Background: an optimization exercise with open tools, aiming at small area, a short achievable clock period and few clock cycles. Do not read the settings as production practice. At most, simulation tests tie the RTL to the original design; equivalence was not proved. For runs 1 to 5, only the layout was checked, not whether the RTL still works.

## flow/design.v (module list and top-level ports; edited modules follow where they fit)
// module pass_comparator: 214 lines
// module int_check: 10 lines
// module mod_step: 29 lines
// module crc64_step: 1583 lines
// module crc_x2: 3 lines
// module crc_xn2: 3 lines
module pass_comparator (
    input  wire        clk,
    input  wire        rst,
    input  wire        start,
    input  wire        coded,       
    input  wire [1:0]  trap,        
    input  wire [1:0]  trap_tag,    
    input  wire [7:0]  p_len,       
    input  wire [7:0]  k_len,       
    output wire        ready,
    output reg         rd_en,
    output wire [6:0]  rd_addr,
    input  wire [63:0] p_value,
    input  wire [19:0] p_lii,
    input  wire [1:0]  p_tag,
    input  wire [63:0] k_value,
    input  wire [19:0] k_lii,
    input  wire [1:0]  k_tag,
    output reg         done,
    output reg  [3:0]  verdict,
    output wire [7:0]  word,
    output wire [63:0] sig
);
  // ...
==> flow/flow/run.sh <==
#!/bin/bash
# The standard layout (standard.sh, its synthesis unchanged), with two
# changes to how the layout is made:
# - every input and output port is buffered by a plain buf_1 (repair may
#   resize it) instead of the delay buffer buffer_ports picks by itself;
set -euo pipefail
bash standard.sh synth > synth.log 2>&1
export BUFFER_PORTS_ARGS="-buffer_cell sky130_fd_sc_hd__buf_1"
export SETUP_SLACK_MARGIN=52.5
bash standard.sh floorplan > floorplan.log 2>&1
bash standard.sh place > place.log 2>&1
bash standard.sh cts > cts.log 2>&1
bash standard.sh route > route.log 2>&1
bash standard.sh finish > finish.log 2>&1
==> flow/standard.sh <==
#!/bin/bash
# synth_recipe.tcl (not shown) runs the flow's synth.tcl, then flattens the netlist and writes it again
# the make line also repeats each setting of config.mk as NAME=value (left out here)
make -C /OpenROAD-flow-scripts/flow DESIGN_CONFIG=/design/flow/config.mk WORK_HOME=/design/flow/orfs CLKGATE_MAP_FILE= SYNTH_SCRIPT=/design/flow/synth_recipe.tcl "${@:-finish}"
==> flow/config.mk <==
export PLATFORM = sky130hd
export DESIGN_NAME = pass_comparator
export DESIGN_NICKNAME = pass_comparator
export VERILOG_FILES = /design/flow/design.v
export SDC_FILE = /design/flow/constraint.sdc
export NUM_CORES = 4
export LEC_CHECK = 0
export CAP_MARGIN = 20
export CORE_MARGIN = 2
export CORE_UTILIZATION = 40
export SLEW_MARGIN = 20
export SYNTH_HIERARCHICAL = 1
==> flow/constraint.sdc <==
create_clock -name core_clock -period 70.0 [get_ports {clk}]
set_input_delay 14.0000 -clock core_clock [delete_from_list [all_inputs] [get_ports {clk}]]
set_output_delay 14.0000 -clock core_clock [all_outputs]
set_load 0.01 [all_outputs]
==> run summary, run 1 <==
status=no timing/DRC/antenna violations; Layout non-clock buf frac=0.102; Largest stage delay, worst path=850 ps; stages on the worst setup path=11; Worst Hold Endpoint=mcnt[0]; area grow syn2layout=17.0%; CP Capture Point=ncrc[61]; Top Family by Delay on Critical Path=XOR/XNOR gates; Netlist cell types=95; R2R cell count=27; syn_area_per_cell=7.71 sq um; CP Launch Type=input port; top cell category=multi-input combinational cells; total number of vias=~23000; vias in the first global route=21894; Post-synth EDFFs=15; final worst path period need=17610 ps; Synth Flop Type=dfxtp_1; Final Hold Vio Count=0; most common cell in the netlist=xor2_1; crit path cell chain=buf_1, buf_4, xor2_2, buf_4, xor2_1, xor2_1, xor2_1, xor2_1, xor2_1, xnor2_1, nor2_1; fin cells=around 3800; period utilisation layout=0.252; Total GRT Usage=0.414; cts repair resizes=39; Placement Setup Slack=51480 ps; Buffers, non-clock=466; met1 WL=around 45000 um; 1st-pass router iterations=10; Clock Latency Late Sink=410 ps; H-tree levels=3; dpl hpwl=about 94000 um; routability cong.=around 1.1; element type at the critical path end=register; Worst-Margin Slew=1150 ps
==> module pass_comparator, before the edit <==
module pass_comparator (
    input  wire        clk,
    input  wire        rst,
    input  wire        start,
    input  wire        coded,       
    input  wire [1:0]  trap,        
    input  wire [1:0]  trap_tag,    
    input  wire [7:0]  p_len,       
    input  wire [7:0]  k_len,       
    output wire        ready,
    output reg         rd_en,
    output wire [6:0]  rd_addr,
    input  wire [63:0] p_value,
    input  wire [19:0] p_lii,
    input  wire [1:0]  p_tag,
    input  wire [63:0] k_value,
    input  wire [19:0] k_lii,
    input  wire [1:0]  k_tag,
    output reg         done,
    output reg  [3:0]  verdict,
    output wire [7:0]  word,
    output wire [63:0] sig
);
    localparam [1:0] TAG_BITS = 2'd0, TAG_INT = 2'd1, TAG_REAL64 = 2'd2, TAG_REAL32 = 2'd3;
    localparam [3:0] V_PASS       = 4'h0,
                     V_VALUE      = 4'h1,
                     V_CODE       = 4'h2,
                     V_INT_RANGE  = 4'h3,
                     V_REAL_RANGE = 4'h4,
                     V_REAL_NAN   = 4'h5,
                     V_LENGTH     = 4'h6,
                     V_INDEX      = 4'h7,
                     V_CODE_TRAP  = 4'h8,
                     V_RESIDUE    = 4'h9;
    reg         busy;         
    reg         md;           
    reg  [4:0]  mcnt;         
    reg  [6:0]  a;            
    reg  [6:0]  n;            
    reg         chk_valid;    
    reg         full;         
    reg         wvalid;       
    reg  [63:0] ncrc;         
    wire [6:0] am2 = a - 7'd2;
    assign ready   = !busy;
    assign rd_addr = md ? am2 : a;               
    assign word    = wvalid ? {1'b0, am2} : 8'hFF;
    assign sig     = ncrc;
    wire [63:0] p = p_value;
    wire [63:0] k = k_value;
    wire [63:0] e = k ^ p;
    wire        is_int  = (p_tag == TAG_INT);
    wire        is_real = p_tag[1];
    wire        is64    = !p_tag[0];                 
    wire [10:0] e64     = p[62:52];
    wire [7:0]  e32     = p[30:23];
    wire        e64z    = (e64 == 11'd0);
    wire        e32z    = (e32 == 8'd0);
    wire        e64m    = &e64;
    wire        e32m    = &e32;
    wire       k64  = !k_tag[0];
    wire [4:0] l64  = p[51:47];
    wire [4:0] l32  = p[22:18];
    wire [4:0] s64  = {!l64[4] && !l64[3] && !l64[2] && !l64[1],
                       !l64[4] && !l64[3] && !l64[2] && l64[1],
                       !l64[4] && !l64[3] && l64[2],
                       !l64[4] && l64[3],
                       l64[4]};
    wire [4:0] s32  = {!l32[4] && !l32[3] && !l32[2] && !l32[1],
                       !l32[4] && !l32[3] && !l32[2] && l32[1],
                       !l32[4] && !l32[3] && l32[2],
                       !l32[4] && l32[3],
                       l32[4]};
    wire [4:0] shs  = k64 ? s64 : s32;
    wire [4:0] lead = k64 ? l64 : l32;
    wire       sh1  = shs[0];
    wire       sh2  = shs[1];
    wire       sh3  = shs[2];
    wire       sh4  = shs[3];
    wire       sh5  = shs[4];
    wire [2:0] esub = {sh1 | sh2, sh3 | sh4, sh1 | sh3 | (sh5 & lead[0])};
    wire [51:0] pl1 = {p[50:0], 1'b0};
    wire [51:0] pl2 = {p[49:0], 2'b0};
    wire [51:0] pl3 = {p[48:0], 3'b0};
    wire [51:0] pl4 = {p[47:0], 4'b0};
    wire [51:0] pl5 = {p[46:0], 5'b0};
    wire [51:0] psh = ({52{sh1}} & pl1) | ({52{sh2}} & pl2) | ({52{sh3}} & pl3)
                    | ({52{sh4}} & pl4) | ({52{sh5}} & pl5);
    wire [51:0] es  = k[51:0] ^ psh;
    wire frac64_ok = e64z ? !(|es[51:0]) : !(|e[51:0]);
    wire frac32_ok = e32z ? !(|es[22:0]) : !(|e[22:0]);
    wire [10:0] x64 = e64m ? e64 : (e64z ? {8'd0, esub} : e64 + 11'd5);
    wire [7:0]  x32 = e32m ? e32 : (e32z ? {5'd0, esub} : e32 + 8'd5);
    wire ok_bits = &e;
    wire ok_r64  = e[63] && frac64_ok && (k[62:52] == x64);
    wire ok_r32  = !(|e[63:32]) && e[31] && frac32_ok && (k[30:23] == x32);
    wire int_eq;
    int_check u_int (.p(p), .k(k), .e(e), .eq(int_eq));
    wire val_ok = (p_tag == TAG_BITS) ? ok_bits :
                  is_int              ? int_eq :
                  is64                ? ok_r64 : ok_r32;
    wire idx_bad  = (p_lii != k_lii) || (p_tag != k_tag);
    wire int_oor  = !((p[63:47] == 17'd0) || ((&p[63:47]) && (p[46:0] != 47'd0)));
    wire p64_nan  = e64m && (p[51:0] != 52'd0);
    wire k64_nan  = (&k[62:52]) && (k[51:0] != 52'd0);
    wire p64_over = !e64m && (e64 >= 11'd2042);
    wire p32_nan  = e32m && (p[22:0] != 23'd0);
    wire k32_nan  = (&k[30:23]) && (k[22:0] != 23'd0);
    wire p32_over = (!e32m && (e32 >= 8'd250)) || (p[63:32] != 32'd0);
    wire r_nan    = is64 ? (p64_nan || k64_nan) : (p32_nan || k32_nan);
    wire r_over   = is64 ? p64_over : p32_over;
    reg [3:0] wv;          
    always @* begin
        wv = V_PASS;
        if (idx_bad)                    wv = V_INDEX;
        else if (is_int) begin
            if (int_oor)                wv = V_INT_RANGE;
            else if (!int_eq)           wv = V_CODE;
        end else if (is_real) begin
            if (r_nan)                  wv = V_REAL_NAN;
            else if (r_over)            wv = V_REAL_RANGE;
            else if (!val_ok)           wv = V_VALUE;
        end else if (!val_ok)           wv = V_VALUE;
    end
    wire [63:0] crc_next;
    crc64_step u_crc (.c(ncrc), .v(p), .n(crc_next));
    wire [16:0] r    = ncrc[16:0];      
    wire [3:0]  creg = ncrc[20:17];     
    reg  [3:0]  chunk;
    always @* begin
        case (mcnt[3:0])
            4'd1:  chunk = k[63:60];
            4'd2:  chunk = k[59:56];
            4'd3:  chunk = k[55:52];
            4'd4:  chunk = k[51:48];
            4'd5:  chunk = k[47:44];
            4'd6:  chunk = k[43:40];
            4'd7:  chunk = k[39:36];
            4'd8:  chunk = k[35:32];
            4'd9:  chunk = k[31:28];
            4'd10: chunk = k[27:24];
            4'd11: chunk = k[23:20];
            4'd12: chunk = k[19:16];
            4'd13: chunk = k[15:12];
            4'd14: chunk = k[11:8];
            4'd15: chunk = k[7:4];
            default: chunk = k[3:0];
        endcase
    end
    wire [16:0] mz;
    wire        k_code;
    mod_step u_mod (.c(creg), .k63(k[63]), .r(r), .mz(mz), .k_code(k_code));
    wire [16:0] r_next = (mcnt[4:1] != 4'd0) ? mz : 17'd0;
    wire imm    = (trap != 2'd0) || (coded && p_len != k_len) || (p_len == 8'd0);
    wire accept = start && !busy;
    wire run    = busy && !md;
    wire cf     = run && chk_valid && full;
    wire last   = run && chk_valid && !rd_en;
    wire more   = rd_en && (a + 7'd1 != n);
    wire is_code = is_int && !idx_bad && !int_oor && !int_eq;
    wire bad     = (wv != V_PASS);
    wire l_md    = cf && is_code;
    wire l_fail  = cf && bad && !is_code;
    wire md_end  = md && (mcnt == 5'd17);
    reg [3:0] v_start;
    always @* begin
        case (trap)
            2'd1:    v_start = V_CODE_TRAP;
            2'd2:    v_start = (trap_tag == TAG_INT) ? V_INT_RANGE : V_REAL_RANGE;
            2'd3:    v_start = V_RESIDUE;
            default: v_start = (coded && p_len != k_len) ? V_LENGTH : V_PASS;
        endcase
    end
    always @(posedge clk) begin
        ncrc      <= md ? {~crc_next[63:21], chunk, r_next} :
                     (chk_valid && busy) ? ~crc_next : 64'd0;
        mcnt      <= md ? mcnt + 5'd1 : 5'd0;
        verdict   <= !busy ? v_start : md ? (k_code ? V_VALUE : V_CODE) : (cf ? wv : V_PASS);
        wvalid    <= busy && (md || (cf && bad));
        if (!busy) begin
            a <= accept ? 7'd0 : a;
        end else if (run) begin
            a <= a + 7'd1;
        end
        if (accept) begin
            n    <= p_len[6:0];
            full <= coded;
        end
        if (rst) begin
            busy      <= 1'b0;
            md        <= 1'b0;
            rd_en     <= 1'b0;
            chk_valid <= 1'b0;
            done      <= 1'b0;
        end else begin
            chk_valid <= rd_en && !md;
            if (!busy) begin
                done  <= accept && imm;
                busy  <= accept && !imm;
                rd_en <= accept && !imm;
            end else if (md) begin
                done  <= md_end;
                busy  <= !md_end;
                md    <= !md_end;
                rd_en <= 1'b0;
            end else begin
                done  <= l_fail || (last && !l_md);
                busy  <= !(l_fail || (last && !l_md));
                md    <= l_md;
                rd_en <= l_md || (more && !l_fail);
            end
        end
    end
endmodule
==> inputs of run 2 (changes only) <==
--- a/flow/design.v
+++ b/flow/design.v
@@ -18,7 +18,7 @@
     input  wire [1:0]  k_tag,
     output reg         done,
     output reg  [3:0]  verdict,
-    output wire [7:0]  word,
+    output reg  [7:0]  word,
     output wire [63:0] sig
 );
     localparam [1:0] TAG_BITS = 2'd0, TAG_INT = 2'd1, TAG_REAL64 = 2'd2, TAG_REAL32 = 2'd3;
@@ -32,74 +32,58 @@
                      V_INDEX      = 4'h7,
                      V_CODE_TRAP  = 4'h8,
                      V_RESIDUE    = 4'h9;
-    reg         busy;         
+    reg         idle;         
     reg         md;           
     reg  [4:0]  mcnt;         
     reg  [6:0]  a;            
     reg  [6:0]  n;            
     reg         chk_valid;    
+    reg         cv2;          
     reg         full;         
-    reg         wvalid;       
     reg  [63:0] ncrc;         
-    wire [6:0] am2 = a - 7'd2;
-    assign ready   = !busy;
-    assign rd_addr = md ? am2 : a;               
-    assign word    = wvalid ? {1'b0, am2} : 8'hFF;
+    reg  [63:0] p;
+    reg  [63:0] k;
+    reg  [1:0]  tag;
+    reg         idx_bad;      
+    assign ready   = idle;
+    assign rd_addr = a;
     assign sig     = ncrc;
-    wire [63:0] p = p_value;
-    wire [63:0] k = k_value;
-    wire [63:0] e = k ^ p;
-    wire        is_int  = (p_tag == TAG_INT);
-    wire        is_real = p_tag[1];
-    wire        is64    = !p_tag[0];                 
+    wire busy = !idle;
+    wire        is_int  = (tag == TAG_INT);
+    wire        is_real = tag[1];
+    wire        is64    = !tag[0];                   
     wire [10:0] e64     = p[62:52];
     wire [7:0]  e32     = p[30:23];
     wire        e64z    = (e64 == 11'd0);
     wire        e32z    = (e32 == 8'd0);
     wire        e64m    = &e64;
     wire        e32m    = &e32;
-    wire       k64  = !k_tag[0];
-    wire [4:0] l64  = p[51:47];
-    wire [4:0] l32  = p[22:18];
-    wire [4:0] s64  = {!l64[4] && !l64[3] && !l64[2] && !l64[1],
-                       !l64[4] && !l64[3] && !l64[2] && l64[1],
-                       !l64[4] && !l64[3] && l64[2],
-                       !l64[4] && l64[3],
-                       l64[4]};
-    wire [4:0] s32  = {!l32[4] && !l32[3] && !l32[2] && !l32[1],
-                       !l32[4] && !l32[3] && !l32[2] && l32[1],
-                       !l32[4] && !l32[3] && l32[2],
-                       !l32[4] && l32[3],
-                       l32[4]};
-    wire [4:0] shs  = k64 ? s64 : s32;
-    wire [4:0] lead = k64 ? l64 : l32;
-    wire       sh1  = shs[0];
-    wire       sh2  = shs[1];
-    wire       sh3  = shs[2];
-    wire       sh4  = shs[3];
-    wire       sh5  = shs[4];
+    wire [4:0] lead = is64 ? p[51:47] : p[22:18];
+    wire       sub  = is_real && (is64 ? e64z : e32z);
+    wire       sh1  = lead[4];
+    wire       sh2  = !lead[4] && lead[3];
+    wire       sh3  = !lead[4] && !lead[3] && lead[2];
+    wire       sh4  = !lead[4] && !lead[3] && !lead[2] && lead[1];
+    wire       sh5  = !lead[4] && !lead[3] && !lead[2] && !lead[1];
     wire [2:0] esub = {sh1 | sh2, sh3 | sh4, sh1 | sh3 | (sh5 & lead[0])};
-    wire [51:0] pl1 = {p[50:0], 1'b0};
-    wire [51:0] pl2 = {p[49:0], 2'b0};
-    wire [51:0] pl3 = {p[48:0], 3'b0};
-    wire [51:0] pl4 = {p[47:0], 4'b0};
-    wire [51:0] pl5 = {p[46:0], 5'b0};
-    wire [51:0] psh = ({52{sh1}} & pl1) | ({52{sh2}} & pl2) | ({52{sh3}} & pl3)
-                    | ({52{sh4}} & pl4) | ({52{sh5}} & pl5);
-    wire [51:0] es  = k[51:0] ^ psh;
-    wire frac64_ok = e64z ? !(|es[51:0]) : !(|e[51:0]);
-    wire frac32_ok = e32z ? !(|es[22:0]) : !(|e[22:0]);
+    wire [51:0] psh = ({52{sh1}} & {p[50:0], 1'b0}) | ({52{sh2}} & {p[49:0], 2'b0})
+                    | ({52{sh3}} & {p[48:0], 3'b0}) | ({52{sh4}} & {p[47:0], 4'b0})
+                    | ({52{sh5}} & {p[46:0], 5'b0});
+    wire        sub_hi = sub && is64;
+    wire [63:0] ps = {p[63:52],
+                      sub_hi ? psh[51:23] : p[51:23],
+                      sub    ? psh[22:0]  : p[22:0]};
+    wire [63:0] e  = k ^ ps;
     wire [10:0] x64 = e64m ? e64 : (e64z ? {8'd0, esub} : e64 + 11'd5);
     wire [7:0]  x32 = e32m ? e32 : (e32z ? {5'd0, esub} : e32 + 8'd5);
     wire ok_bits = &e;
-    wire ok_r64  = e[63] && frac64_ok && (k[62:52] == x64);
-    wire ok_r32  = !(|e[63:32]) && e[31] && frac32_ok && (k[30:23] == x32);
+    wire ok_r64  = e[63] && !(|e[51:0]) && (k[62:52] == x64);
+    wire ok_r32  = !(|e[63:32]) && e[31] && !(|e[22:0]) && (k[30:23] == x32);
     wire int_eq;
     int_check u_int (.p(p), .k(k), .e(e), .eq(int_eq));
-    wire val_ok = (p_tag == TAG_BITS) ? ok_bits :
-                  is_int              ? int_eq :
-                  is64                ? ok_r64 : ok_r32;
-    wire idx_bad  = (p_lii != k_lii) || (p_tag != k_tag);
+    wire val_ok = (tag == TAG_BITS) ? ok_bits :
+                  is_int            ? int_eq :
+                  is64              ? ok_r64 : ok_r32;
     wire int_oor  = !((p[63:47] == 17'd0) || ((&p[63:47]) && (p[46:0] != 47'd0)));
     wire p64_nan  = e64m && (p[51:0] != 52'd0);
     wire k64_nan  = (&k[62:52]) && (k[51:0] != 52'd0);
@@ -124,44 +108,42 @@
     end
     wire [63:0] crc_next;
     crc64_step u_crc (.c(ncrc), .v(p), .n(crc_next));
-    wire [16:0] r    = ncrc[16:0];      
-    wire [3:0]  creg = ncrc[20:17];     
+    wire [16:0] r = ncrc[16:0];         
     reg  [3:0]  chunk;
     always @* begin
         case (mcnt[3:0])
-            4'd1:  chunk = k[63:60];
-            4'd2:  chunk = k[59:56];
-            4'd3:  chunk = k[55:52];
-            4'd4:  chunk = k[51:48];
-            4'd5:  chunk = k[47:44];
-            4'd6:  chunk = k[43:40];
-            4'd7:  chunk = k[39:36];
-            4'd8:  chunk = k[35:32];
-            4'd9:  chunk = k[31:28];
-            4'd10: chunk = k[27:24];
-            4'd11: chunk = k[23:20];
-            4'd12: chunk = k[19:16];
-            4'd13: chunk = k[15:12];
-            4'd14: chunk = k[11:8];
-            4'd15: chunk = k[7:4];
+            4'd2:  chunk = k[63:60];
+            4'd3:  chunk = k[59:56];
+            4'd4:  chunk = k[55:52];
+            4'd5:  chunk = k[51:48];
+            4'd6:  chunk = k[47:44];
+            4'd7:  chunk = k[43:40];
+            4'd8:  chunk = k[39:36];
+            4'd9:  chunk = k[35:32];
+            4'd10: chunk = k[31:28];
+            4'd11: chunk = k[27:24];
+            4'd12: chunk = k[23:20];
+            4'd13: chunk = k[19:16];
+            4'd14: chunk = k[15:12];
+            4'd15: chunk = k[11:8];
+            4'd0:  chunk = k[7:4];
             default: chunk = k[3:0];
         endcase
     end
     wire [16:0] mz;
     wire        k_code;
-    mod_step u_mod (.c(creg), .k63(k[63]), .r(r), .mz(mz), .k_code(k_code));
+    mod_step u_mod (.c(chunk), .k63(k[63]), .r(r), .mz(mz), .k_code(k_code));
     wire [16:0] r_next = (mcnt[4:1] != 4'd0) ? mz : 17'd0;
     wire imm    = (trap != 2'd0) || (coded && p_len != k_len) || (p_len == 8'd0);
-    wire accept = start && !busy;
+    wire accept = start && idle;
     wire run    = busy && !md;
-    wire cf     = run && chk_valid && full;
-    wire last   = run && chk_valid && !rd_en;
-    wire more   = rd_en && (a + 7'd1 != n);
-    wire is_code = is_int && !idx_bad && !int_oor && !int_eq;
-    wire bad     = (wv != V_PASS);
-    wire l_md    = cf && is_code;
-    wire l_fail  = cf && bad && !is_code;
-    wire md_end  = md && (mcnt == 5'd17);
+    wire cf     = run && cv2 && full;             
+    wire last   = run && cv2 && !chk_valid;       
+    wire bad    = (wv != V_PASS);
+    wire to_md  = cf && (wv == V_CODE);
+    wire fail   = cf && bad && !to_md;
+    wire md_end = md && (mcnt == 5'd17);
+    wire [6:0] am2 = a - 7'd2;
     reg [3:0] v_start;
     always @* begin
         case (trap)
@@ -172,42 +154,66 @@
         endcase
     end
     always @(posedge clk) begin
-        ncrc      <= md ? {~crc_next[63:21], chunk, r_next} :
-                     (chk_valid && busy) ? ~crc_next : 64'd0;
-        mcnt      <= md ? mcnt + 5'd1 : 5'd0;
-        verdict   <= !busy ? v_start : md ? (k_code ? V_VALUE : V_CODE) : (cf ? wv : V_PASS);
-        wvalid    <= busy && (md || (cf && bad));
-        if (!busy) begin
-            a <= accept ? 7'd0 : a;
-        end else if (run) begin
-            a <= a + 7'd1;
-        end
+        p       <= p_value;
+        k       <= k_value;
+        tag     <= p_tag;
+        idx_bad <= (p_lii != k_lii) || (p_tag != k_tag);
+        ncrc    <= md ? {~crc_next[63:17], r_next} :
+                   (cv2 && busy) ? ~crc_next : 64'd0;
+        mcnt    <= md ? mcnt + 5'd1 : 5'd0;
         if (accept) begin
             n    <= p_len[6:0];
             full <= coded;
         end
         if (rst) begin
-            busy      <= 1'b0;
+            idle      <= 1'b1;
             md        <= 1'b0;
             rd_en     <= 1'b0;
             chk_valid <= 1'b0;
+            cv2       <= 1'b0;
             done      <= 1'b0;
         end else begin
             chk_valid <= rd_en && !md;
-            if (!busy) begin
-                done  <= accept && imm;
-                busy  <= accept && !imm;
-                rd_en <= accept && !imm;
+            cv2       <= chk_valid && busy && !md;
+            done      <= 1'b0;
+            if (idle) begin
+                if (start) begin
+                    a       <= 7'd0;
+                    verdict <= v_start;
+                    word    <= 8'hFF;
+                    done    <= imm;
+                    idle    <= imm;
+                    rd_en   <= !imm;
+                end
             end else if (md) begin
-                done  <= md_end;
-                busy  <= !md_end;
-                md    <= !md_end;
                 rd_en <= 1'b0;
+                if (md_end) begin
+                    done    <= 1'b1;
+                    idle    <= 1'b1;
+                    md      <= 1'b0;
+                    verdict <= k_code ? V_VALUE : V_CODE;
+                    word    <= {1'b0, a};
+                end
             end else begin
-                done  <= l_fail || (last && !l_md);
-                busy  <= !(l_fail || (last && !l_md));
-                md    <= l_md;
-                rd_en <= l_md || (more && !l_fail);
+                a     <= a + 7'd1;
+                rd_en <= rd_en && (a + 7'd1 != n);
+                if (to_md) begin
+                    md    <= 1'b1;
+                    a     <= am2;
+                    rd_en <= 1'b1;
+                end else if (fail) begin
+                    done    <= 1'b1;
+                    idle    <= 1'b1;
+                    rd_en   <= 1'b0;
+                    verdict <= wv;
+                    word    <= {1'b0, am2};
+                end else if (last) begin
+                    done    <= 1'b1;
+                    idle    <= 1'b1;
+                    rd_en   <= 1'b0;
+                    verdict <= V_PASS;
+                    word    <= 8'hFF;
+                end
             end
         end
     end
==> flow/flow/run.sh (replaced) <==
#!/bin/bash
# The standard layout (standard.sh, its synthesis unchanged), except that
# every input and output port is buffered by a plain buf_1 (repair may resize
# it) instead of the delay buffer buffer_ports picks by itself.
# Each step's full output goes to a log file of its own here.
set -euo pipefail
bash standard.sh synth > synth.log 2>&1
export BUFFER_PORTS_ARGS="-buffer_cell sky130_fd_sc_hd__buf_1"
bash standard.sh floorplan > floorplan.log 2>&1
bash standard.sh place > place.log 2>&1
bash standard.sh cts > cts.log 2>&1
bash standard.sh route > route.log 2>&1
bash standard.sh finish > finish.log 2>&1
==> run summary, run 2 <==
status=no timing/DRC/antenna violations (unchanged); flops & latches, synth=233 (was 94); cts repair resizes=0 (was 39); max cap viols=0 (unchanged); Worst Hold Class=register to register (unchanged); Hold Path Cell Cnt=1 (unchanged); DRT antenna net count=0 (unchanged); CTS tree=yes (unchanged); critical path class=register to output pin (was input port to register); Worst-Margin Slew=1250 ps (was 1150 ps); largest registers=k (64), ncrc (64), p (64) (was ncrc (64), a (7), n (7)); initial core utilization=0.404 (was 0.405); Post-synth EDFFs=27 (was 15); most common cell in the netlist=xor2_1 (unchanged); CP Launch Type=register (was input port); crit path cell chain=buf_1 (was buf_1, buf_4, xor2_2, buf_4, xor2_1, xor2_1, xor2_1, xor2_1, xor2_1, xnor2_1, nor2_1); Total GRT Usage=0.357 (was 0.414); dpl hpwl=90500 um (was 94200 um); die width=251 um (was 235 um); critical path arrival=1510 ps (was 17890 ps); worst path bufs/invs=1 (was 3); R2R cell count=21 (was 27); post-CTS setup buffer count=0 (was 1); Synth Flop Type=dfxtp_1 (unchanged); Final Hold Vio Count=0 (unchanged); period utilisation layout=0.222 (was 0.252); Die H=251 um (was 235 um); share of the synthesized area in the top cell type=0.343 (was 0.414); Port Buffers=281 (unchanged); vias in the first global route=22131 (was 21894); Largest stage delay, worst path=680 ps (was 850 ps); most common cell after layout, fill and taps aside=xor2_1 (unchanged); cts bufs inserted=27 (was 9); GRT overflow=0 (unchanged); WHS=496 ps (was 473 ps); syn_area_per_cell=8.35 sq um (was 7.71 sq um); final worst path period need=15510 ps (was 17610 ps); sequential share of the synthesized area=0.203 (was 0.0950); Critical Path Fanout Max=14 (was 17); io pins=282 (unchanged); Synth area leader=xor2_1 (unchanged); unrepaired setup endpoints after global routing=no (unchanged); Area contributors post-synth=xor2_1 34%, dfxtp_1 17%, xnor2_1 7.9%, edfxtp_1 3.3%, nor2_1 2.8% (was xor2_1 41%, xnor2_1 9.0%, dfxtp_1 7.4%, nand2_1 3.5%, nor2_1 3.1%); element type at the critical path end=output pin (was register); initial antenna violation count=1 (was 2); row cnt=90 (was 84); Worst Path Required=56000 ps (was 70270 ps); Mapped Cells=2914 (was 2775); YS warnings=8 (unchanged); H-tree levels=1 (was 3); Worst R2R Setup Slack=61840 ps (was 63240 ps); setup violators final=0 (unchanged); Slew Limit Headroom=0.162 (was 0.232); Core Box Area=0.0602 sq mm (was 0.0528 sq mm); Clock Latency Late Sink=620 ps (was 410 ps); WL per Instance=28.9 um (was 31.5 um); Netlist cell types=90 (was 95); Final nets=3458 (was 3331); total number of vias=23549 (was 22974); global-route wire length before repair=162000 um (was 164000 um); Die Area=0.0628 sq mm (was 0.0553 sq mm); clock root cell=clkbuf_16 (unchanged); FMAX=0.0645 GHz (was 0.0568 GHz); Setup TNS=0 ps (unchanged); Detailed Route WL=116000 um (was 119000 um); stages on the worst setup path=1 (was 11); routability cong.=1.08 (was 1.10); commonest non-fill, non-tap cells in the layout=946 x xor2_1, 281 x buf_1, 219 x xnor2_1, 206 x dfxtp_1, 183 x nor2_1 (was 957 x xor2_1, 248 x buf_1, 218 x xnor2_1, 200 x nand2_1, 178 x nor2_1); share of layout cells above drive strength 1=0.0739 (was 0.109); Final Skew=27.8 ps (was 15.4 ps); 1st-pass router iterations=9 (was 10); CTS Sinks=233 (was 94); # DRC=0 (unchanged); Final Max Tran Viols=0 (unchanged); largest net degree at the start of global routing=56 (was 63); DR iter-0 viols=2981 (was 3039); area grow syn2layout=14.0% (was 17.0%); Longest Clk Path Bufs=3 (was 2); Post-synth top cells=953 x xor2_1, 219 x xnor2_1, 206 x dfxtp_1 (was 1012 x xor2_1, 219 x xnor2_1, 200 x nand2_1); Top Family by Delay on Critical Path=flip-flops (was XOR/XNOR gates); vias per cell=5.86 (was 6.08); Mapped Nets=3158 (was 3019); synthesized area=0.0243 sq mm (was 0.0214 sq mm); cts hold-fix bufs=0 (unchanged); CP max-delay cell=edfxtp_1 (was xor2_1); CTS clock-pin slew for the worst setup and hold paths=60 ps (was 80 ps); Post-synth ARST share=0 (unchanged)
==> run 2: cell count changes in the layout (fill, tap and decap cells not counted), moves of 22 or more <==
cell and delta:
a211oi_1 +23, a221oi_1 -38, a222oi_1 +22, buf_1 +33, buf_4 -25, clkbuf_2 -23, dfxtp_1 +127, inv_1 +41
nand2_1 -47, nor3_1 +25, nor3b_1 +32, xor2_2 -39
==> run 2: path summary, 6_finish.rpt <==
path,end,start
setup reg to reg,word[7],p[23]
setup / recovery,rd_addr[3],a[3]
hold / removal,mcnt[0],mcnt[0]
hold reg to reg,mcnt[0],mcnt[0]
==> run 2: cell type report <==
cell class	instances	area [sq um]
fillers	5995	32500
multi-input cells	2423	18400
diodes	1	2.50
inverters	106	398
flip-flops and latches	233	4930
clock buffers	31	721
clock inverters	19	189
well taps	782	978
repair buffers	423	2120
==> run 2: kinds of logic (layout without fill, tap and decap cells) <==
logic type               after synthesis  count (layout)  synth area share
XOR/XNOR                            1177            1177             0.426
AO/OA/AOI/OAI                        451             451             0.127
adder cells (fa/ha/maj)               68              68            0.0351
buffers and inverters                258             579            0.0445
multiplexers                          23              23            0.0110
other                                  0               1                 0
flip-flops                           233             233             0.203
AND/OR/NAND/NOR                      704             704             0.153
==> run 2: layer usage <==
layer  wire [um]  up-vias  GRT usage
met5           0        -          0
met4        8820        0      0.223
met3        9410      367     0.0496
met2       51500     1401      0.567
met1       46400    11181      0.458
li1            -    10600          -
==> run 2: worst reg2reg max path, cell delays in order (launching register included) <==
cell and delay, ps:
dfxtp_1 1050, inv_1 380, ha_1 360, and4_1 160, buf_4 230, nor3_1 220, a31oi_1 90, xnor2_1 610
inv_1 130, xor2_1 170, ha_1 260, xnor2_1 130, nor4_1 400, nand4_1 190, nor3_1 650, o2111ai_1 340
nor4_2 660, nand2_1 160, a31oi_1 500, a221oi_1 220, a21oi_2 250, o311a_1 610
==> run 2: Yosys stat by module, one instance, submodules excluded, a selection <==
module           flip-flops and latches  cells  times used
mod_step                              0     63           1
crc_xn2                               0      1          36
pass_comparator                     233   1415           1
crc_x2                                0      1         818
int_check                             0    582           1
==> run 2: through the flow <==
| stage | area, sq um | utilization | std cells | setup WS [ps] |
|---|---|---|---|---|
| 2_1_floorplan | 24300 | - | 2914 | 54730 |
| 3_5_place_dp | 26800 | 0.445 | 3967 | 54210 |
| 6_report | 27700 | 0.460 | 4018 | 54490 |
| 4_1_cts | 27700 | 0.460 | 4017 | 54490 |
| 5_1_grt | 27700 | 0.460 | 4018 | 54470 |
| 3_3_place_gp | 26800 | 0.445 | 3967 | 54210 |
==> inputs of run 3 (changes only) <==
--- a/flow/design.v
+++ b/flow/design.v
@@ -135,7 +135,6 @@
     mod_step u_mod (.c(chunk), .k63(k[63]), .r(r), .mz(mz), .k_code(k_code));
     wire [16:0] r_next = (mcnt[4:1] != 4'd0) ? mz : 17'd0;
     wire imm    = (trap != 2'd0) || (coded && p_len != k_len) || (p_len == 8'd0);
-    wire accept = start && idle;
     wire run    = busy && !md;
     wire cf     = run && cv2 && full;             
     wire last   = run && cv2 && !chk_valid;       
@@ -161,9 +160,12 @@
         ncrc    <= md ? {~crc_next[63:17], r_next} :
                    (cv2 && busy) ? ~crc_next : 64'd0;
         mcnt    <= md ? mcnt + 5'd1 : 5'd0;
-        if (accept) begin
-            n    <= p_len[6:0];
-            full <= coded;
+        if (idle) begin
+            n       <= p_len[6:0];
+            full    <= coded;
+            a       <= 7'd0;
+            verdict <= v_start;
+            word    <= 8'hFF;
         end
         if (rst) begin
             idle      <= 1'b1;
@@ -177,14 +179,9 @@
             cv2       <= chk_valid && busy && !md;
             done      <= 1'b0;
             if (idle) begin
-                if (start) begin
-                    a       <= 7'd0;
-                    verdict <= v_start;
-                    word    <= 8'hFF;
-                    done    <= imm;
-                    idle    <= imm;
-                    rd_en   <= !imm;
-                end
+                done  <= start && imm;
+                idle  <= !start || imm;
+                rd_en <= start && !imm;
             end else if (md) begin
                 rd_en <= 1'b0;
                 if (md_end) begin
==> run summary, run 3 <==
cts repair resizes=0 (unchanged); initial antenna violation count=0 (was 1); setup violators final=0 (unchanged); Longest Clk Path Bufs=3 (unchanged); global-route wire length before repair=163000 um (was 162000 um); total number of vias=23495 (was 23549); status=no timing/DRC/antenna violations (unchanged); Final Max Tran Viols=0 (unchanged); Setup TNS=0 ps (unchanged); vias per cell=5.84 (was 5.86); Area contributors post-synth=xor2_1 35%, dfxtp_1 19%, xnor2_1 7.8%, nor2_1 3.4%, o21ai_0 2.8% (was xor2_1 34%, dfxtp_1 17%, xnor2_1 7.9%, edfxtp_1 3.3%, nor2_1 2.8%); cts bufs inserted=28 (was 27); WL per Instance=28.9 um (about the same); initial core utilization=0.405 (was 0.404); Final Hold Vio Count=0 (unchanged); Critical Path Fanout Max=13 (was 14); Final Skew=17.9 ps (was 27.8 ps); Worst-Margin Slew=1140 ps (was 1250 ps); CP max-delay cell=dfxtp_1 (was edfxtp_1); syn_area_per_cell=8.25 sq um (was 8.35 sq um); # DRC=0 (unchanged); CP Launch Type=register (unchanged); Clock Latency Late Sink=600 ps (was 620 ps); Worst Path Required=56000 ps (about the same); Total GRT Usage=0.360 (was 0.357); Fill cells=6070 (was 5995); worst path bufs/invs=1 (unchanged); vias in the first global route=22278 (was 22131); DR iter-0 viols=3380 (was 2981); period utilisation layout=0.221 (was 0.222); Top Family by Delay on Critical Path=flip-flops (unchanged); share of the synthesized area in the top cell type=0.355 (was 0.343); critical path arrival=1460 ps (was 1510 ps); FMAX=0.0647 GHz (was 0.0645 GHz); flops & latches, synth=233 (unchanged); Port Buffers=281 (unchanged); Synth area leader=xor2_1 (unchanged); Slew Limit Headroom=0.240 (was 0.162); Mapped Nets=3155 (was 3158); placed instance area=0.0266 sq mm (was 0.0268 sq mm); met2 Resource Use GR=0.550 (was 0.567); Final nets=3470 (was 3458); synthesized area=0.0240 sq mm (was 0.0243 sq mm); CTS clock-pin slew for the worst setup and hold paths=60 ps (about the same); YS warnings=8 (unchanged); fin worst setup slack=54540 ps (was 54490 ps); Post-synth ARST share=0 (unchanged); Synth Flop Type=dfxtp_1 (unchanged); Die H=249 um (was 251 um); Netlist cell types=94 (was 90); crit path cell chain=buf_1 (unchanged); cts hold-fix bufs=0 (unchanged); commonest non-fill, non-tap cells in the layout=965 x xor2_1, 281 x buf_1, 224 x dfxtp_1, 216 x nor2_1, 215 x xnor2_1 (was 946 x xor2_1, 281 x buf_1, 219 x xnor2_1, 206 x dfxtp_1, 183 x nor2_1); element type at the critical path end=output pin (unchanged); Detailed Route WL=116000 um (about the same); critical path class=register to output pin (unchanged); DRT antenna net count=0 (unchanged); largest net degree at the start of global routing=48 (was 56); Die Area=0.0620 sq mm (was 0.0628 sq mm); most common cell in the netlist=xor2_1 (unchanged); met3 Track Usage GR=0.0657 (was 0.0496); final worst path period need=15460 ps (was 15510 ps); CTS Sinks=233 (unchanged); routability cong.=1.06 (was 1.08); Post-synth top cells=973 x xor2_1, 224 x dfxtp_1, 216 x nor2_1 (was 953 x xor2_1, 219 x xnor2_1, 206 x dfxtp_1); Core Box Area=0.0592 sq mm (was 0.0602 sq mm); unrepaired setup endpoints after global routing=no (unchanged); share of layout cells above drive strength 1=0.0788 (was 0.0739); Post-synth EDFFs=9 (was 27); dpl hpwl=89300 um (was 90500 um); clock root cell=clkbuf_16 (unchanged); sequential share of the synthesized area=0.198 (was 0.203); H-tree levels=1 (unchanged); 1st-pass router iterations=10 (was 9); area occupied by multi-input gates=0.0184 sq mm (about the same); GR peak layer=met2 (unchanged); GRT overflow=0 (unchanged); met1 usage=0.469 (was 0.458); fin area=0.0275 sq mm (was 0.0277 sq mm); register area=0.00475 sq mm (was 0.00493 sq mm); area grow syn2layout=14.6% (was 14.0%); die width=249 um (was 251 um); final core occ=0.464 (was 0.460); row cnt=89 (was 90); number of antenna diodes=0 (was 1); largest registers=k (64), ncrc (64), p (64) (unchanged); post-CTS setup buffer count=0 (unchanged); CTS tree=yes (unchanged); Mapped Cells=2911 (was 2914); Largest stage delay, worst path=640 ps (was 680 ps); io pins=282 (unchanged); WHS=464 ps (was 496 ps); Worst Hold Class=register to register (unchanged); max cap viols=0 (unchanged); most common cell after layout, fill and taps aside=xor2_1 (unchanged); Placement Setup Slack=54090 ps (was 54210 ps)
## run 3: final cells by class
class,count,share of cell area
multi-input cells,2450,0.669
flip-flops and latches,233,0.173
repair buffers,414,0.0746
well taps,773,0.0351
clock buffers,39,0.0299
inverters,99,0.0135
clock inverters,13,0.00459
## run 3: kinds of logic (layout without fill, tap and decap cells)
group	count (synthesis)	after routing	synth area share
xor gates and xnor gates	1191	1191	0.436
and+or+nand+nor	669	669	0.140
AOI/OAI and AO/OA	470	470	0.128
DFF	233	233	0.198
buffers and inverters	228	565	0.0384
adders and majority gates	68	68	0.0355
muxes	52	52	0.0239
## run 3: through the flow
step / std cells
detailed placement: 3969
CTS: 4021
global route: 4021
finish: 4021
global placement: 3969
floorplan: 2911
## run 3: layer usage
metal / up-vias / share of wire
met2: 1489 / 0.43
met5: - / 0
met3: 348 / 0.094
met4: 0 / 0.074
li1: 10547 / -
met1: 11111 / 0.41
## run 3: worst paths after layout
check / startpoint / endpoint / cells past startpoint / slack [ps]
max: a[3] / rd_addr[3] / 1 / 54540
min reg2reg: mcnt[0] / mcnt[0] / 1 / 460
max reg2reg: tag[0] / done / 23 / 60850
min: mcnt[0] / mcnt[0] / 1 / 460
## run 3: modules after synthesis (local to each module, per instance), excerpt
module | flip-flops and latches | cells inside
crc_x2 | 0 | 1
mod_step | 0 | 63
int_check | 0 | 582
pass_comparator | 233 | 1412
crc_xn2 | 0 | 1
==> inputs of run 4 (changes only) <==
--- a/flow/config.mk
+++ b/flow/config.mk
@@ -8,5 +8,6 @@
 export CAP_MARGIN = 20
 export CORE_MARGIN = 2
 export CORE_UTILIZATION = 40
+export GPL_TIMING_DRIVEN = 0
 export SLEW_MARGIN = 20
 export SYNTH_HIERARCHICAL = 1
==> run summary, run 4 <==
status=no timing/DRC/antenna violations (unchanged); syn_area_per_cell=8.25 sq um (unchanged); most common cell in the netlist=xor2_1 (unchanged); io pins=282 (unchanged); crit path cell chain=buf_1 (unchanged); cts hold-fix bufs=0 (unchanged); Final Hold Vio Count=0 (unchanged); Worst Hold Class=register to register (unchanged); FF-to-FF End=done (unchanged); share of layout cells above drive strength 1=0.0603 (was 0.0788); area grow syn2layout=14.1% (was 14.6%); Synth area leader=xor2_1 (unchanged); met1 usage=0.469 (about the same); critical path arrival=1610 ps (was 1460 ps); Die Area=0.0620 sq mm (unchanged); synthesized area=0.0240 sq mm (unchanged); Mapped Cells=2911 (unchanged); Final nets=3472 (was 3470); routability cong.=1.08 (was 1.06); global-route wire length before repair=166000 um (was 163000 um); fin cells=4024 (was 4021); die width=249 um (unchanged); GR peak layer=met2 (unchanged); H-tree levels=1 (unchanged); Worst Path Required=56000 ps (about the same); Top Family by Delay on Critical Path=flip-flops (unchanged); Critical Path Source=idle (was a[3]); WL per Instance=29.8 um (was 28.9 um); Worst-Margin Slew=1240 ps (was 1140 ps); Setup TNS=0 ps (unchanged); Slew Limit Headroom=0.168 (was 0.240); Detailed Route WL=120000 um (was 116000 um); cts repair resizes=0 (unchanged); DRT antenna net count=0 (unchanged); Synth Flop Type=dfxtp_1 (unchanged); cts bufs inserted=28 (unchanged); share of the synthesized area in the top cell type=0.355 (unchanged); total number of vias=23844 (was 23495); DR iter-0 viols=3449 (was 3380); Mapped Nets=3155 (unchanged); Longest Clk Path Bufs=3 (unchanged); initial core utilization=0.405 (unchanged); Post-synth ARST share=0 (unchanged); Area contributors post-synth=xor2_1 35%, dfxtp_1 19%, xnor2_1 7.8%, nor2_1 3.4%, o21ai_0 2.8% (unchanged); vias per cell=5.93 (was 5.84); critical path class=register to output pin (unchanged); element type at the critical path end=output pin (unchanged); setup violators final=0 (unchanged); CP max-delay cell=dfxtp_1 (unchanged); CP Launch Type=register (unchanged); largest net degree at the start of global routing=17 (was 48); sequential share of the synthesized area=0.198 (unchanged); YS warnings=8 (unchanged); Core Box Area=0.0592 sq mm (unchanged); row cnt=89 (unchanged); most common cell after layout, fill and taps aside=xor2_1 (unchanged); max cap viols=0 (unchanged); Port Buffers=281 (unchanged); CTS Sinks=233 (unchanged); reg2reg start=p[51] (was tag[0]); Post-synth EDFFs=9 (unchanged); Worst Hold Endpoint=mcnt[0] (unchanged); CTS clock-pin slew for the worst setup and hold paths=60 ps (about the same); # DRC=0 (unchanged); initial antenna violation count=2 (was 0); CTS tree=yes (unchanged); met2 Resource Use GR=0.568 (was 0.550); Worst R2R Setup Slack=60290 ps (was 60850 ps); worst path bufs/invs=1 (unchanged); 1st-pass router iterations=9 (was 10); Critical Path Fanout Max=14 (was 13); Hold Path Cell Cnt=1 (unchanged); Total GRT Usage=0.370 (was 0.360); flops & latches, synth=233 (unchanged); period utilisation layout=0.223 (was 0.221); GRT overflow=0 (unchanged); met3 Track Usage GR=0.0697 (was 0.0657); final core occ=0.463 (was 0.464); clock root cell=clkbuf_16 (unchanged); largest registers=k (64), ncrc (64), p (64) (unchanged); hold path startpoint=mcnt[0] (unchanged); Final Max Tran Viols=0 (unchanged); Largest stage delay, worst path=760 ps (was 640 ps); Netlist cell types=94 (unchanged); FMAX=0.0641 GHz (was 0.0647 GHz); final worst path period need=15610 ps (was 15460 ps); dpl hpwl=94800 um (was 89300 um); R2R cell count=25 (was 23); DP Cell Count=3971 (was 3969); vias in the first global route=22401 (was 22278); Post-synth top cells=973 x xor2_1, 224 x dfxtp_1, 216 x nor2_1 (unchanged); commonest non-fill, non-tap cells in the layout=938 x xor2_1, 296 x buf_1, 224 x dfxtp_1, 216 x nor2_1, 215 x xnor2_1 (was 965 x xor2_1, 281 x buf_1, 224 x dfxtp_1, 216 x nor2_1, 215 x xnor2_1); Clock Latency Late Sink=640 ps (was 600 ps); post-CTS setup buffer count=0 (unchanged); Final Skew=46.7 ps (was 17.9 ps); unrepaired setup endpoints after global routing=no (unchanged); Die H=249 um (unchanged)
-- run 4: how the worst max path moves through the flow --
stage	end	slack, ps	depth (start not counted)
CTS	ready	54380	1
detailed placement	rd_en	54240	9
floorplan	rd_en	54630	8
global route	ready	54340	1
global placement	word[0]	54230	7
finish	ready	54390	1
-- run 4: cell type report --
| type | instances | area, sq um |
|---|---|---|
| Antenna cell | 1 | 2.50 |
| Fill cell | 6080 | 31800 |
| Buffer | 129 | 551 |
| Clock buffer | 33 | 769 |
| Sequential cell | 233 | 4750 |
| Tap cell | 773 | 967 |
| Timing Repair Buffer | 287 | 1120 |
| Multi-Input combinational cell | 2450 | 18600 |
| Clock inverter | 19 | 259 |
| Inverter | 99 | 372 |
-- run 4: cells by family (layout without fill, tap and decap cells) --
kind of cell | count (synthesis) | after routing | synth area share
compound gates | 470 | 470 | 0.128
xor+xnor | 1191 | 1191 | 0.436
other cells | 0 | 1 | 0
buf+inv | 228 | 567 | 0.0384
simple gates | 669 | 669 | 0.140
fa+ha+maj | 68 | 68 | 0.0355
flops | 233 | 233 | 0.198
mux | 52 | 52 | 0.0239
-- run 4: through the flow --
stage / instance area, sq um / hold WS (ps) / setup slack [ps]
3_3_place_gp: 26000 / 464 / 54230
4_1_cts: 27400 / 488 / 54380
2_1_floorplan: 24000 / 430 / 54630
3_5_place_dp: 26400 / 474 / 54240
6_report: 27400 / 495 / 54390
5_1_grt: 27400 / 513 / 54340
-- run 4: routing by layer --
metal / vias to the layer above / part of all wire
li1: 10541 / -
met1: 11211 / 0.39
met2: 1661 / 0.43
met3: 431 / 0.096
met4: 0 / 0.083
met5: - / 0
-- run 4: per-module statistics from Yosys (local to each module, per instance), a selection --
module	area, sq um	flops+latches	times used
crc_x2	8.76	0	818
pass_comparator	12200	233	1
crc_xn2	8.76	0	36
mod_step	558	0	1
int_check	3810	0	1
==> inputs of run 5 (changes only) <==
==> flow/flow/run.sh (replaced) <==
#!/bin/bash
# The standard layout (standard.sh, its synthesis unchanged), with two
# changes to how the layout is made:
# - every input and output port is buffered by a plain buf_1 (repair may
#   resize it) instead of the delay buffer buffer_ports picks by itself;
set -euo pipefail
bash standard.sh synth > synth.log 2>&1
export BUFFER_PORTS_ARGS="-buffer_cell sky130_fd_sc_hd__buf_1"
export SETUP_SLACK_MARGIN=54.9
bash standard.sh floorplan > floorplan.log 2>&1
bash standard.sh place > place.log 2>&1
bash standard.sh cts > cts.log 2>&1
bash standard.sh route > route.log 2>&1
bash standard.sh finish > finish.log 2>&1
--- a/flow/config.mk
+++ b/flow/config.mk
@@ -8,6 +8,5 @@
 export CAP_MARGIN = 20
 export CORE_MARGIN = 2
 export CORE_UTILIZATION = 40
-export GPL_TIMING_DRIVEN = 0
 export SLEW_MARGIN = 20
 export SYNTH_HIERARCHICAL = 1
==> run summary, run 5 <==
placed instance area=0.0265 sq mm (was 0.0264 sq mm); dpl hpwl=88800 um (was 94800 um); synthesized area=0.0240 sq mm (unchanged); Critical Path Fanout Max=2 (was 14); Mapped Nets=3155 (unchanged); vias per cell=5.83 (was 5.93); Final Skew=14.7 ps (was 46.7 ps); Worst Path Required=56000 ps (about the same); Mapped Cells=2911 (unchanged); element type at the critical path end=output pin (unchanged); CTS clock-pin slew for the worst setup and hold paths=70 ps (was 60 ps); total number of vias=23737 (was 23844); YS warnings=8 (unchanged); worst path bufs/invs=1 (unchanged); vias in the first global route=22330 (was 22401); Area contributors post-synth=xor2_1 35%, dfxtp_1 19%, xnor2_1 7.8%, nor2_1 3.4%, o21ai_0 2.8% (unchanged); Detailed Route WL=117000 um (was 120000 um); row cnt=89 (unchanged); Die Area=0.0620 sq mm (unchanged); Top Family by Delay on Critical Path=flip-flops (unchanged); critical path class=register to output pin (unchanged); CTS tree=yes (unchanged); syn_area_per_cell=8.25 sq um (unchanged); Clock Latency Late Sink=620 ps (was 640 ps); most common cell after layout, fill and taps aside=xor2_1 (unchanged); CTS Sinks=233 (unchanged); most common cell in the netlist=xor2_1 (unchanged); Port Buffers=281 (unchanged); global-route wire length before repair=164000 um (was 166000 um); Fill cells=5831 (was 6080); Worst Hold Class=register to register (unchanged); area grow syn2layout=19.2% (was 14.1%); WL per Instance=28.7 um (was 29.8 um); CP max-delay cell=edfxtp_1 (was dfxtp_1); H-tree levels=1 (unchanged); fin area=0.0286 sq mm (was 0.0274 sq mm); Netlist cell types=94 (unchanged); commonest non-fill, non-tap cells in the layout=970 x xor2_1, 215 x nor2_1, 212 x xnor2_1, 193 x buf_1, 184 x buf_4 (was 938 x xor2_1, 296 x buf_1, 224 x dfxtp_1, 216 x nor2_1, 215 x xnor2_1); final worst path period need=15210 ps (was 15610 ps); largest registers=k (64), ncrc (64), p (64) (unchanged); met1 WL=46400 um (was 47000 um); DR iter-0 viols=3534 (was 3449); number of antenna diodes=0 (was 1); Post-synth top cells=973 x xor2_1, 224 x dfxtp_1, 216 x nor2_1 (unchanged); highest metal used=met4 (unchanged); Die H=249 um (unchanged); unrepaired setup endpoints after global routing=yes (was no); # DRC=0 (unchanged); cts bufs inserted=29 (was 28); io pins=282 (unchanged); clock root cell=clkbuf_16 (unchanged); Final Hold Vio Count=0 (unchanged); routability cong.=1.06 (was 1.08); Slew Limit Headroom=0.149 (was 0.168); metal2 WL=50900 um (was 51500 um); Final nets=3521 (was 3472); share of layout cells above drive strength 1=0.144 (was 0.0603); Post-synth ARST share=0 (unchanged); die width=249 um (unchanged); FMAX=0.0657 GHz (was 0.0641 GHz); Final Max Tran Viols=0 (unchanged); critical path arrival=1210 ps (was 1610 ps); Post-synth EDFFs=9 (unchanged); initial antenna violation count=0 (was 2); share of the synthesized area in the top cell type=0.355 (unchanged); Synth Flop Type=dfxtp_1 (unchanged); Largest stage delay, worst path=440 ps (was 760 ps); Setup TNS=0 ps (unchanged); max cap viols=0 (unchanged); largest net degree at the start of global routing=48 (was 17); Worst R2R Setup Slack=60780 ps (was 60290 ps); Synth area leader=xor2_1 (unchanged); flops & latches, synth=233 (unchanged); 1st-pass router iterations=10 (was 9); Total GRT Usage=0.361 (was 0.370); initial core utilization=0.405 (unchanged); GRT overflow=0 (unchanged); Worst-Margin Slew=1270 ps (was 1240 ps); met3 wire len=12000 um (was 11500 um); Longest Clk Path Bufs=3 (unchanged); CP Launch Type=register (unchanged); status=no timing/DRC/antenna violations (unchanged); setup violators final=0 (unchanged); crit path cell chain=clkbuf_2 (was buf_1); sequential share of the synthesized area=0.198 (unchanged); final core occ=0.483 (was 0.463); Core Box Area=0.0592 sq mm (unchanged); DRT antenna net count=0 (unchanged); period utilisation layout=0.217 (was 0.223)
[run 5: cell counts after synthesis]
No cell type changed its count.
[run 5: cell type report]
type	instances	area (sq um)	area share
Multi-Input combinational cell	2450	18400	0.644
Sequential cell	233	4950	0.173
Tap cell	773	967	0.0338
Clock buffer	36	762	0.0266
Clock inverter	16	156	0.00546
Timing Repair Buffer	464	2990	0.104
Inverter	99	372	0.0130
[run 5: timing repair]
| action | CTS | global route |
|---|---|---|
| hold buffers | 0 | 0 |
| gates resized for setup | 269 | 26 |
| endpoints found under the setup margin | 87 | 59 |
| buffers inserted | 52 | 7 |
[run 5: worst paths after layout]
kind         cells after the start         end  startpoint
max                              1  rd_addr[0]        a[0]
min                              1     mcnt[0]     mcnt[0]
max reg2reg                     22        done      tag[0]
min reg2reg                      1     mcnt[0]     mcnt[0]
[run 5: kinds of logic after synthesis]
group           synth area share
simple gates               0.140
fa+ha+maj                 0.0355
compound gates             0.128
flops                      0.198
buf+inv                   0.0384
xor+xnor                   0.436
mux                       0.0239
[run 5: per-stage QoR]
step | std cells | hold WS (ps) | setup slack [ps]
finish | 4071 | 473 | 54790
global placement | 3960 | 452 | 54260
global route | 4071 | 498 | 54770
floorplan | 2911 | 430 | 54740
detailed placement | 3960 | 463 | 54190
CTS | 4064 | 477 | 54770
[run 5: layer usage]
layer  vias up  GRT usage
met5         -          0
met1     11175      0.470
met2      1566      0.557
li1      10657          -
met4         0      0.206
met3       339     0.0689
[run 5: per-module statistics from Yosys (local to each module, per instance), a selection]
module           cell area [sq um]  cells inside
pass_comparator              12200          1412
int_check                     3810           582
mod_step                       558            63
crc_x2                        8.76             1
crc_xn2                       8.76             1
==> inputs of run 6 (changes only) <==
--- a/flow/design.v
+++ b/flow/design.v
@@ -166,7 +166,23 @@
             a       <= 7'd0;
             verdict <= v_start;
             word    <= 8'hFF;
+        end else if (md) begin
+            if (md_end) begin
+                verdict <= k_code ? V_VALUE : V_CODE;
+                word    <= {1'b0, a};
+            end
+        end else begin
+            a <= to_md ? am2 : a + 7'd1;
+            if (fail) begin
+                verdict <= wv;
+                word    <= {1'b0, am2};
+            end else if (last) begin
+                verdict <= V_PASS;
+                word    <= 8'hFF;
+            end
         end
+    end
+    always @(posedge clk) begin
         if (rst) begin
             idle      <= 1'b1;
             md        <= 1'b0;
@@ -177,40 +193,20 @@
         end else begin
             chk_valid <= rd_en && !md;
             cv2       <= chk_valid && busy && !md;
-            done      <= 1'b0;
             if (idle) begin
                 done  <= start && imm;
                 idle  <= !start || imm;
                 rd_en <= start && !imm;
             end else if (md) begin
+                done  <= md_end;
+                idle  <= md_end;
+                md    <= !md_end;
                 rd_en <= 1'b0;
-                if (md_end) begin
-                    done    <= 1'b1;
-                    idle    <= 1'b1;
-                    md      <= 1'b0;
-                    verdict <= k_code ? V_VALUE : V_CODE;
-                    word    <= {1'b0, a};
-                end
             end else begin
-                a     <= a + 7'd1;
-                rd_en <= rd_en && (a + 7'd1 != n);
-                if (to_md) begin
-                    md    <= 1'b1;
-                    a     <= am2;
-                    rd_en <= 1'b1;
-                end else if (fail) begin
-                    done    <= 1'b1;
-                    idle    <= 1'b1;
-                    rd_en   <= 1'b0;
-                    verdict <= wv;
-                    word    <= {1'b0, am2};
-                end else if (last) begin
-                    done    <= 1'b1;
-                    idle    <= 1'b1;
-                    rd_en   <= 1'b0;
-                    verdict <= V_PASS;
-                    word    <= 8'hFF;
-                end
+                done  <= fail || (last && !to_md);
+                idle  <= fail || (last && !to_md);
+                md    <= to_md;
+                rd_en <= to_md || (rd_en && (a + 7'd1 != n) && !fail && !last);
             end
         end
     end
==> flow/flow/run.sh (replaced) <==
#!/bin/bash
# The standard layout (standard.sh, its synthesis unchanged), except that
# every input and output port is buffered by a plain buf_1 (repair may resize
# it) instead of the delay buffer buffer_ports picks by itself.
# Each step's full output goes to a log file of its own here.
set -euo pipefail
bash standard.sh synth > synth.log 2>&1
export BUFFER_PORTS_ARGS="-buffer_cell sky130_fd_sc_hd__buf_1"
bash standard.sh floorplan > floorplan.log 2>&1
bash standard.sh place > place.log 2>&1
bash standard.sh cts > cts.log 2>&1
bash standard.sh route > route.log 2>&1
bash standard.sh finish > finish.log 2>&1
--- a/flow/config.mk
+++ b/flow/config.mk
@@ -8,5 +8,7 @@
 export CAP_MARGIN = 20
 export CORE_MARGIN = 2
 export CORE_UTILIZATION = 40
+export CTS_CLUSTER_DIAMETER = 100
+export CTS_CLUSTER_SIZE = 20
 export SLEW_MARGIN = 20
 export SYNTH_HIERARCHICAL = 1
==> run summary, run 6 <==
DR iter-0 viols=3605 (was 3534); io pins=282 (unchanged); Netlist cell types=98 (was 94); synthesized area=0.0236 sq mm (was 0.0240 sq mm); Longest Clk Path Bufs=3 (unchanged); Slew Limit Headroom=0.155 (was 0.149); critical path class=register to output pin (unchanged); Synth Flop Type=dfxtp_1 (unchanged); FMAX=0.0649 GHz (was 0.0657 GHz); Final Max Tran Viols=0 (unchanged); sequential share of the synthesized area=0.202 (was 0.198); fin cells=3866 (was 4071); CTS Sinks=233 (unchanged); DP Cell Count=3832 (was 3960); 1st-pass router iterations=11 (was 10); number of antenna diodes=0 (unchanged); WHS=479 ps (was 473 ps); post-CTS setup buffer count=0 (was 52); Mapped Nets=3038 (was 3155); Total GRT Usage=0.345 (was 0.361); Post-synth ARST share=0 (unchanged); met1 usage=0.468 (was 0.470); commonest non-fill, non-tap cells in the layout=961 x xor2_1, 281 x buf_1, 226 x xnor2_1, 221 x dfxtp_1, 195 x nor2_1 (was 970 x xor2_1, 215 x nor2_1, 212 x xnor2_1, 193 x buf_1, 184 x buf_4); Clock Latency Late Sink=590 ps (was 620 ps); largest registers=k (64), ncrc (64), p (64) (unchanged); Setup TNS=0 ps (unchanged); CP max-delay cell=dfxtp_1 (was edfxtp_1); cts hold-fix bufs=0 (unchanged); clock root cell=clkbuf_16 (unchanged); row cnt=89 (unchanged); DRT antenna net count=0 (unchanged); Critical Path Fanout Max=11 (was 2); met3 Track Usage GR=0.0943 (was 0.0689); area grow syn2layout=12.8% (was 19.2%); flops & latches, synth=233 (unchanged); Final Hold Vio Count=0 (unchanged); final core occ=0.454 (was 0.483); initial antenna violation count=0 (unchanged); final worst path period need=15400 ps (was 15210 ps); Final nets=3325 (was 3521); share of the synthesized area in the top cell type=0.359 (was 0.355); Largest stage delay, worst path=570 ps (was 440 ps); Worst Path Required=56000 ps (about the same); GR peak layer=met2 (unchanged); H-tree levels=1 (unchanged); Worst-Margin Slew=1260 ps (was 1270 ps); vias in the first global route=20883 (was 22330); GRT overflow=0 (unchanged); Post-synth EDFFs=12 (was 9); most common cell in the netlist=xor2_1 (unchanged); Port Buffers=281 (unchanged); status=no timing/DRC/antenna violations (unchanged); initial core utilization=0.403 (was 0.405); Core Box Area=0.0587 sq mm (was 0.0592 sq mm); die width=247 um (was 249 um); largest net degree at the start of global routing=51 (was 48); crit path cell chain=buf_1 (was clkbuf_2); period utilisation layout=0.220 (was 0.217); global-route wire length before repair=151000 um (was 164000 um); Die H=247 um (was 249 um); Post-synth top cells=970 x xor2_1, 226 x xnor2_1, 221 x dfxtp_1 (was 973 x xor2_1, 224 x dfxtp_1, 216 x nor2_1); YS warnings=8 (unchanged); element type at the critical path end=output pin (unchanged); Area contributors post-synth=xor2_1 36%, dfxtp_1 19%, xnor2_1 8.4%, nor2_1 3.1%, o21ai_0 2.4% (was xor2_1 35%, dfxtp_1 19%, xnor2_1 7.8%, nor2_1 3.4%, o21ai_0 2.8%); WL per Instance=28.2 um (was 28.7 um); met2 Resource Use GR=0.509 (was 0.557); Die Area=0.0611 sq mm (was 0.0620 sq mm); CP Launch Type=register (unchanged); worst path bufs/invs=1 (unchanged); total number of vias=22533 (was 23737); share of layout cells above drive strength 1=0.0676 (was 0.144); # DRC=0 (unchanged); cts bufs inserted=20 (was 29); most common cell after layout, fill and taps aside=xor2_1 (unchanged); syn_area_per_cell=8.46 sq um (was 8.25 sq um); setup violators final=0 (unchanged); vias per cell=5.83 (about the same); Mapped Cells=2794 (was 2911); Detailed Route WL=109000 um (was 117000 um); routability cong.=1.05 (was 1.06); CTS tree=yes (unchanged); Synth area leader=xor2_1 (unchanged); Worst Hold Class=register to register (unchanged); dpl hpwl=83200 um (was 88800 um); cts repair resizes=0 (was 269); Final Skew=31.6 ps (was 14.7 ps); unrepaired setup endpoints after global routing=no (was yes); Top Family by Delay on Critical Path=flip-flops (unchanged); CTS clock-pin slew for the worst setup and hold paths=90 ps (was 70 ps); critical path arrival=1400 ps (was 1210 ps); max cap viols=0 (unchanged)
run 6: cell types whose count changed after synthesis, sizes merged, moves of 7 or more:
cell    change
a211o       -7
a21oi      -13
a222oi      +7
a22oi      -10
inv        -26
nand3       -8
nand4       -7
nand4b      +7
nor2       -22
o211ai      -9
o21ai      -17
o31ai       -9
xnor2      +11
run 6: area by class of cell:
type                       count  area, sq um
fill                        5901        32000
multi-input combinational   2361        18100
sequential                   233         4780
timing repair buffer         390         1870
tap                          773          967
clock buffer                  23          532
inverter                      75          282
clock inverter                11          148
run 6: final timing paths:
check               start          to  slack, ps  depth (start not counted)
hold / removal    word[2]     word[2]        480                          1
setup reg to reg  mcnt[0]  verdict[1]      62000                         29
setup / recovery     a[3]  rd_addr[3]      54600                          1
hold reg to reg   word[2]     word[2]        480                          1
run 6: logic make-up after synthesis:
kind of cell | Yosys count | synth area share
XOR/XNOR | 1199 | 0.446
adder cells (fa/ha/maj) | 68 | 0.0361
buffers and inverters | 200 | 0.0364
AND/OR/NAND/NOR | 628 | 0.136
AO/OA/AOI/OAI | 409 | 0.116
flip-flops | 233 | 0.202
multiplexers | 57 | 0.0272
run 6: stage by stage:
stage               area (sq um)  worst slack, ps
finish                     26700            54600
detailed placement         26000            54360
CTS                        26600            54580
floorplan                  23600            54870
global placement           26000            54450
global route               26700            54530
run 6: routing by layer:
metal / vias to the layer above / part of all wire
met5: - / 0
met4: 0 / 0.051
met3: 329 / 0.13
met2: 1597 / 0.41
met1: 10570 / 0.41
li1: 10037 / -
run 6: per-module statistics from Yosys (local to each module, per instance), a selection:
| module | copies in the design | cells inside | flip-flops and latches | area, sq um |
|---|---|---|---|---|
| pass_comparator | 1 | 1295 | 233 | 11800 |
| int_check | 1 | 582 | 0 | 3810 |
| mod_step | 1 | 63 | 0 | 558 |
| crc_x2 | 818 | 1 | 0 | 8.76 |
| crc_xn2 | 36 | 1 | 0 | 8.76 |
Testbench counts of run 6, summed over its fixed seeds: cycles 28,851.

[what the ideal ports hide]
No port has a modelled driver above. Below, the same layouts with a new extraction and two added sets of constraints. Step 1, drivers: a clkbuf_16 drives clk and a buf_2 each remaining input, both assumed. Step 2, shift: input delay + t, output delay - t, t = (earliest + latest rising clock arrival at the registers) / 2. This alone moves slack from input paths to output paths. Slacks: ideal / step 1 / step 2; pairs: ideal / step 1.
| run | t, ns | slack for setup (ns) | latest minus earliest clock arrival (ns) | worst register clock-pin slew, ns |
|---|---|---|---|---|
| run 1 | 0.467 | 52.389 / 52.421 / 51.955 | 0.015 / 0.015 | 0.09 / 0.09 |
| run 2 | 0.667 | 54.493 / 54.430 / 54.145 | 0.029 / 0.029 | 0.07 / 0.07 |
| run 3 | 0.660 | 54.544 / 54.479 / 53.984 | 0.025 / 0.026 | 0.08 / 0.08 |
| run 4 | 0.673 | 54.387 / 54.328 / 54.051 | 0.048 / 0.048 | 0.07 / 0.07 |
| run 5 | 0.675 | 54.788 / 54.722 / 54.348 | 0.015 / 0.015 | 0.07 / 0.07 |
| run 6 | 0.639 | 54.601 / 54.539 / 54.335 | 0.032 / 0.032 | 0.09 / 0.09 |
After both steps every run listed still meets setup and hold. The setup slack of run 3, which loses most, moves by -0.065 ns with the drivers and by -0.560 ns with both steps.
